Source: an optimization exercise on an open RTL-to-GDS flow (aim: small area, a short achievable clock period and few clock cycles per item). Production flows keep margins and buffers that such runs may drop.
Where RTL was checked, it was by simulation tests only, not by an equivalence proof against the original.
Power is estimated from default activity; no workload was simulated.

Setup of the previous run:
==> flow/design.v <==
module fe_rms (
    input  wire        clk,
    input  wire        rst_n,
    input  wire        start,
    input  wire [63:0] sum,      
    input  wire [31:0] count,    
    output wire        in_ready,
    output reg         out_valid,
    output wire [31:0] rms
);
    reg        dbusy;
    reg [4:0]  dcnt;
    reg [31:0] drem;       
    reg [39:0] dq;         
    reg [31:0] dn;         
    reg        dz;         
    reg        dn18;       
    reg  ready;            
    wire dlast = (dcnt == 5'd28);    
    assign in_ready = ready;
    wire [33:0] tq = {drem, dq[39:38]};
    wire [33:0] d1, d2;
    wire        ge1, ge2;
    fe_rms_sub #(.W(34)) u_sub1 (.a(tq), .b({2'b0, dn}), .d(d1), .ge(ge1));
    fe_rms_sub #(.W(34)) u_sub2 (.a(tq), .b({1'b0, dn, 1'b0}), .d(d2), .ge(ge2));
    wire [34:0] ta = {1'b0, tq};
    wire [34:0] tb = ~{3'b0, dn};
    wire [34:0] tc = ~{2'b0, dn, 1'b0};
    wire [34:0] cx = ta ^ tb ^ tc;
    wire [34:0] cc = (ta & tb) | (ta & tc) | (tb & tc);
    wire [34:0] d3;
    fe_rms_add #(.W(35)) u_add3 (.a(cx), .b({cc[33:0], 1'b1}), .ci(1'b1), .s(d3));
    wire        ge3 = !d3[34];
    wire        q1  = ge2;
    wire        q2  = ge3 || (ge1 && !ge2);
    wire [31:0] r2  = ge3 ? d3[31:0] : ge2 ? d2[31:0] : ge1 ? d1[31:0] : tq[31:0];
    wire        z0  = (tq[31:18] == 14'd0);
    wire        z1  = (d1[31:18] == 14'd0);
    wire        z2  = (d2[31:18] == 14'd0);
    wire        z3  = (d3[31:18] == 14'd0);
    wire        rz  = dn18 && (ge3 ? z3 : ge2 ? z2 : ge1 ? z1 : z0);
    always @(posedge clk) begin
        if (in_ready) begin
            drem <= sum[63:40];
            dq   <= sum[39:0];
            dn   <= count;
            dz   <= (count == 32'd0);
            dn18 <= (count[17:0] == 18'd0);
            dcnt <= 5'd0;
        end else begin
            drem <= r2;
            dq   <= {dq[37:0], 2'b00};
            dcnt <= dcnt + 5'd1;
        end
        if (!rst_n) begin
            dbusy <= 1'b0;
            ready <= 1'b1;
        end else if (in_ready) begin
            dbusy <= start;
            ready <= !start;
        end else begin
            ready <= (dcnt == 5'd27);
        end
    end
    reg        sv;         
    reg        sfirst;     
    reg        ssecond;    
    reg [1:0]  qp0;        
    reg        slast;      
    reg [1:0]  qp;
    reg        pnz;        
    always @(posedge clk) begin
        qp     <= dz ? 2'b00 : {q1, q2};
        sfirst <= (dcnt == 5'd0);
        slast  <= dlast;
        qp0    <= qp;
        ssecond <= sfirst;
        if (dlast)
            pnz <= !rz;
        if (!rst_n)
            sv <= 1'b0;
        else
            sv <= dbusy;
    end
    reg [29:0] srem;       
    reg [28:0] root;
    wire [31:0] ssh = {srem, qp};
    wire [28:0] rt  = root;
    wire [31:0] sdf;
    wire        sb;
    fe_rms_sub #(.W(32)) u_sub3 (.a(ssh), .b({1'b0, rt[28:0], 2'b01}), .d(sdf), .ge(sb));
    wire [29:0] sr  = sb ? sdf[29:0] : ssh[29:0];
    wire [1:0]  f0s = qp0 - {1'b0, qp0 != 2'b00};        
    wire        f0b = (qp0 != 2'b00);                    
    wire [3:0]  f1h = {f0s, qp};
    wire [3:0]  f1t = {1'b0, f0b, 2'b01};
    wire        f1b = (f1h >= f1t);                      
    wire [3:0]  f1s = f1b ? f1h - f1t : f1h;             
    reg         srnd;      
    wire        inc = root[0] && !(!pnz && srem == 30'd0 && !root[1]);
    always @(posedge clk) begin
        if (ssecond)
            srem <= {27'd0, f1s[2:0]};
        else
            srem <= sr;
        if (srnd)
            root <= {1'b0, root[28:1]} + {28'd0, inc};
        else if (ssecond)
            root <= {27'd0, f0b, f1b};
        else
            root <= {rt[27:0], sb};
        if (!rst_n) begin
            srnd      <= 1'b0;
            out_valid <= 1'b0;
        end else begin
            srnd      <= sv && slast;
            out_valid <= srnd;
        end
    end
    assign rms = {3'd0, root};
endmodule
module fe_rms_sub #(
    parameter W = 33
) (
    input  wire [W-1:0] a,
    input  wire [W-1:0] b,
    output wire [W-1:0] d,
    output wire         ge
);
    localparam L = (W > 32) ? 6 : (W > 16) ? 5 : (W > 8) ? 4 : (W > 4) ? 3 : 2;
    wire [W-1:0] p = a ^ ~b;
    wire [W-1:0] g = a & ~b;
    wire [W-1:0] G [0:L];
    wire [W-1:0] P [0:L];
    assign G[0] = {g[W-1:1], g[0] | p[0]};
    assign P[0] = p;
    genvar l, i;
    generate
        for (l = 0; l < L; l = l + 1) begin : g_lvl
            for (i = 0; i < W; i = i + 1) begin : g_bit
                if ((i >> l) & 1) begin : g_op
                    localparam integer K = ((i >> l) << l) - 1;
                    assign G[l+1][i] = G[l][i] | (P[l][i] & G[l][K]);
                    assign P[l+1][i] = P[l][i] & P[l][K];
                end else begin : g_pass
                    assign G[l+1][i] = G[l][i];
                    assign P[l+1][i] = P[l][i];
                end
            end
        end
    endgenerate
    assign d  = p ^ {G[L][W-2:0], 1'b1};
    assign ge = G[L][W-1];
endmodule
module fe_rms_add #(
    parameter W = 35
) (
    input  wire [W-1:0] a,
    input  wire [W-1:0] b,
    input  wire         ci,
    output wire [W-1:0] s
);
    localparam L = (W > 32) ? 6 : (W > 16) ? 5 : (W > 8) ? 4 : (W > 4) ? 3 : 2;
    wire [W-1:0] p = a ^ b;
    wire [W-1:0] g = a & b;
    wire [W-1:0] G [0:L];
    wire [W-1:0] P [0:L];
    assign G[0] = {g[W-1:1], g[0] | (p[0] & ci)};
    assign P[0] = p;
    genvar l, i;
    generate
        for (l = 0; l < L; l = l + 1) begin : g_lvl
            for (i = 0; i < W; i = i + 1) begin : g_bit
                if ((i >> l) & 1) begin : g_op
                    localparam integer K = ((i >> l) << l) - 1;
                    assign G[l+1][i] = G[l][i] | (P[l][i] & G[l][K]);
                    assign P[l+1][i] = P[l][i] & P[l][K];
                end else begin : g_pass
                    assign G[l+1][i] = G[l][i];
                    assign P[l+1][i] = P[l][i];
                end
            end
        end
    endgenerate
    assign s = p ^ {G[L][W-2:0], ci};
endmodule
Settings: LEC_CHECK=0, ABC_AREA=1, CAP_MARGIN=20, CORE_MARGIN=2, CORE_UTILIZATION=40, SLEW_MARGIN=20; clock period 10.0 ns.
standard.sh (not shown) runs the stock make flow with config.mk's settings and CLKGATE_MAP_FILE= SYNTH_SCRIPT=/design/flow/synth_recipe.tcl, a recipe that flattens the netlist after the stock synthesis.
==> flow/flow/run.sh <==
#!/bin/bash
# Layout flow: the standard flow (its synthesis, floorplan, power grid,
# tap cells, placement, clock tree and routing), with two changes made through
# ORFS variables: timing repair aims at a setup slack of 6.8 ns instead of
# 0 ns, and the input and output ports are buffered with sky130_fd_sc_hd__buf_1.
# standard.sh's output goes to standard.log; ORFS keeps each step's log under
# orfs/logs/.
set -euo pipefail
export SETUP_SLACK_MARGIN=6.8
export BUFFER_PORTS_ARGS="-buffer_cell sky130_fd_sc_hd__buf_1"
bash standard.sh > standard.log 2>&1
The previous run finished all stages; the layout is clean.
[inputs] the current run vs the previous run
Settings: ABC_AREA no longer set, was 1.
diff --git a/flow/flow/run.sh b/flow/flow/run.sh
--- a/flow/flow/run.sh
+++ b/flow/flow/run.sh
@@ -3,3 +3,3 @@
 # tap cells, placement, clock tree and routing), with two changes made through
-# ORFS variables: timing repair aims at a setup slack of 6.8 ns instead of
+# ORFS variables: timing repair aims at a setup slack of 6.5 ns instead of
 # 0 ns, and the input and output ports are buffered with sky130_fd_sc_hd__buf_1.
@@ -8,3 +8,3 @@
 set -euo pipefail
-export SETUP_SLACK_MARGIN=6.8
+export SETUP_SLACK_MARGIN=6.5
 export BUFFER_PORTS_ARGS="-buffer_cell sky130_fd_sc_hd__buf_1"
--- outcome ---
The current run ended with less met3 track utilization from global routing than the previous run.
Initial antenna violation count came out exactly the same in the previous run and the current run.
Number of non-clock buffers in the layout (the previous run / the current run): 0.833
Cmp the current run vs the previous run: core utilization higher in the current run
The current run finished every step from synthesis to the final layout, and the layout passed the timing, design-rule and antenna checks.
The run showing the greater multi-input logic portion of the cell area is the current run.
Function was not checked in any run of this note: the RTL went through the layout flow alone.

* * *

fe_rms, a different RTL version from the one above (not shown whole).
Size: ~1400 cells after synthesis, ~180 flip-flops.
==> flow/config.mk <==
export PLATFORM = sky130hd
export DESIGN_NAME = fe_rms
export DESIGN_NICKNAME = fe_rms
export VERILOG_FILES = /design/flow/design.v
export SDC_FILE = /design/flow/constraint.sdc
export NUM_CORES = 4
export LEC_CHECK = 0
export CAP_MARGIN = 20
export CORE_MARGIN = 2
export CORE_UTILIZATION = 40
export SLEW_MARGIN = 20
==> flow/constraint.sdc <==
create_clock -name core_clock -period 10.0 [get_ports {clk}]
set_input_delay 2.0000 -clock core_clock [delete_from_list [all_inputs] [get_ports {clk}]]
set_output_delay 2.0000 -clock core_clock [all_outputs]
set_load 0.01 [all_outputs]
==> flow/flow/run.sh <==
#!/bin/bash
# Layout flow: the standard flow (its synthesis, floorplan, power grid,
# tap cells, placement, clock tree and routing), with two changes made through
# ORFS variables: timing repair aims at a setup slack of 6 ns instead of
# 0 ns, and the input and output ports are buffered with sky130_fd_sc_hd__buf_1.
# standard.sh's output goes to standard.log; ORFS keeps each step's log under
# orfs/logs/.
set -euo pipefail
export SETUP_SLACK_MARGIN=6
export BUFFER_PORTS_ARGS="-buffer_cell sky130_fd_sc_hd__buf_1"
bash standard.sh > standard.log 2>&1
The first run completed with no timing, DRC or antenna violations.
Edit:
--- a/flow/flow/run.sh
+++ b/flow/flow/run.sh
@@ -4 +4 @@
-# ORFS variables: timing repair aims at a setup slack of 6 ns instead of
+# ORFS variables: timing repair aims at a setup slack of 7 ns instead of
@@ -9 +9 @@
-export SETUP_SLACK_MARGIN=6
+export SETUP_SLACK_MARGIN=7
Result:
- The changed run produced a clean layout
- total power goes up by 22%
- count of clock-buffer cells in the layout is unchanged
- sequential share of layout area went down by 2.1 points
- core utilization rose by 5.1 points
- flip-flop and latch count is unchanged
- maximum frequency came out higher by 4.0%
Edit:
--- a/flow/flow/run.sh
+++ b/flow/flow/run.sh
@@ -4 +4 @@
-# ORFS variables: timing repair aims at a setup slack of 7 ns instead of
+# ORFS variables: timing repair aims at a setup slack of 6.5 ns instead of
@@ -9 +9 @@
-export SETUP_SLACK_MARGIN=7
+export SETUP_SLACK_MARGIN=6.5
=> Die area does not change; via count drops by 3.7%; final area drops by 4.9%; register-to-register slack gains 0.08 ns; clock power stays flat.
No functional check of the RTL was part of any run of this note.

* * *

fe_rms, a different RTL version from the one above (not shown whole).
Size in the first run: ~2,100 cells after synthesis, ~180 flip-flops, roughly 130 I/O pins.
clock: 10.0 ns
lec_check: 0
abc_area: 1
cap_margin: 20
core_margin: 2
core_utilization: 40
slew_margin: 20
==> flow/flow/run.sh <==
#!/bin/bash
# Layout flow: the standard flow (its synthesis, floorplan, power grid,
# tap cells, placement, clock tree and routing), with two changes made through
# ORFS variables: timing repair aims at a setup slack of 7.5 ns instead of
# 0 ns, and the input and output ports are buffered with sky130_fd_sc_hd__buf_1.
# standard.sh's output goes to standard.log; ORFS keeps each step's log under
# orfs/logs/.
set -euo pipefail
export SETUP_SLACK_MARGIN=7.5
export BUFFER_PORTS_ARGS="-buffer_cell sky130_fd_sc_hd__buf_1"
bash standard.sh > standard.log 2>&1
The first run completed with no timing, DRC or antenna violations.
Testbench counts at the start, summed over its fixed seeds: cycles 48,016, items 1,600.
Rerun with:
--- a/flow/flow/run.sh
+++ b/flow/flow/run.sh
@@ -3,3 +3,3 @@
 # tap cells, placement, clock tree and routing), with two changes made through
-# ORFS variables: timing repair aims at a setup slack of 7.5 ns instead of
+# ORFS variables: timing repair aims at a setup slack of 7 ns instead of
 # 0 ns, and the input and output ports are buffered with sky130_fd_sc_hd__buf_1.
@@ -8,3 +8,3 @@
 set -euo pipefail
-export SETUP_SLACK_MARGIN=7.5
+export SETUP_SLACK_MARGIN=7
 export BUFFER_PORTS_ARGS="-buffer_cell sky130_fd_sc_hd__buf_1"
Result: Clock skew is about the same; synthesized cell count is unchanged; combinational power shrinks by a quarter to a third; worst setup slack is better by 0.047 ns; total power shrinks by about a fifth; fmax grows slightly; wire length shrinks by roughly a tenth; clock power is about the same; design area shrinks by roughly a tenth.
Rerun with:
Settings changed: CTS_BUF_LIST from default to sky130_fd_sc_hd__clkbuf_8, CTS_CLUSTER_SIZE from default to 40.
Clock power goes down by 23%; design area goes up by 3.4%; total power goes up by 0.74%; combinational power goes up by 5.6%; setup slack got worse by 0.029 ns; maximum frequency goes down by 0.95%.
Rerun with:
Settings changed: CORE_UTILIZATION 40 to 50, CTS_BUF_LIST sky130_fd_sc_hd__clkbuf_8 to default, CTS_CLUSTER_SIZE 40 to default.
Worst setup slack gets worse by 0.033 ns.
Global-route usage rose by 4.4 points.
Non-clock buffer count is lower by 23.
Clock power goes up by 26%.
Final area went down by 1.8%.
Count of clock-buffer cells in the layout is unchanged.
Via count came out lower by 1.5%.
Area after synthesis stays the same.
Power climbs by 3.1%.

## what the ideal ports hide
Ports are ideal in the flow. The routed layouts listed here were re-timed in OpenROAD.
Step 1, drivers: a clkbuf_16 drives clk and a buf_2 each remaining input, both assumed.
Step 2, shift: input delay + t, output delay - t, t = (earliest + latest rising clock arrival at the registers) / 2. This alone moves slack from input paths to output paths.
a / b / c = no drivers / after step 1 / after step 2; a / b = the first two.
| run | t (ns) | setup WS [ns] | worst setup path at the end | worst register clock-pin slew, ns | worst data-port slew with drivers (ns) |
|---|---|---|---|---|---|
| the previous run | 0.500 | 6.770 / 6.770 / 6.475 | input to register | 0.08 / 0.08 | 0.06 |
| the current run | 0.506 | 5.883 / 5.883 / 5.883 | register to register | 0.09 / 0.09 | 0.06 |
| the first run of note 2 | 0.496 | 6.172 / 6.172 / 6.172 | register to register | 0.08 / 0.08 | 0.07 |
| the second run of note 2 | 0.501 | 6.319 / 6.319 / 6.319 | register to register | 0.08 / 0.08 | 0.08 |
| the third run of note 2 | 0.495 | 6.397 / 6.397 / 6.397 | register to register | 0.08 / 0.08 | 0.07 |
| the first run of note 3 | 0.510 | 6.968 / 6.968 / 6.953 | input to register | 0.09 / 0.09 | 0.06 |
| the second run of note 3 | 0.506 | 7.015 / 6.973 / 6.719 | input to register | 0.08 / 0.08 | 0.04 |
| the third run of note 3 | 0.550 | 6.986 / 6.937 / 6.709 | input to register | 0.12 / 0.12 | 0.04 |
| the fourth run of note 3 | 0.497 | 6.953 / 6.953 / 6.674 | input to register | 0.08 / 0.08 | 0.05 |
After both steps setup and hold are still met in every run listed. For the second run of note 3, which loses most, drivers alone change the setup slack by -0.042 ns; drivers and shift together by -0.296 ns.
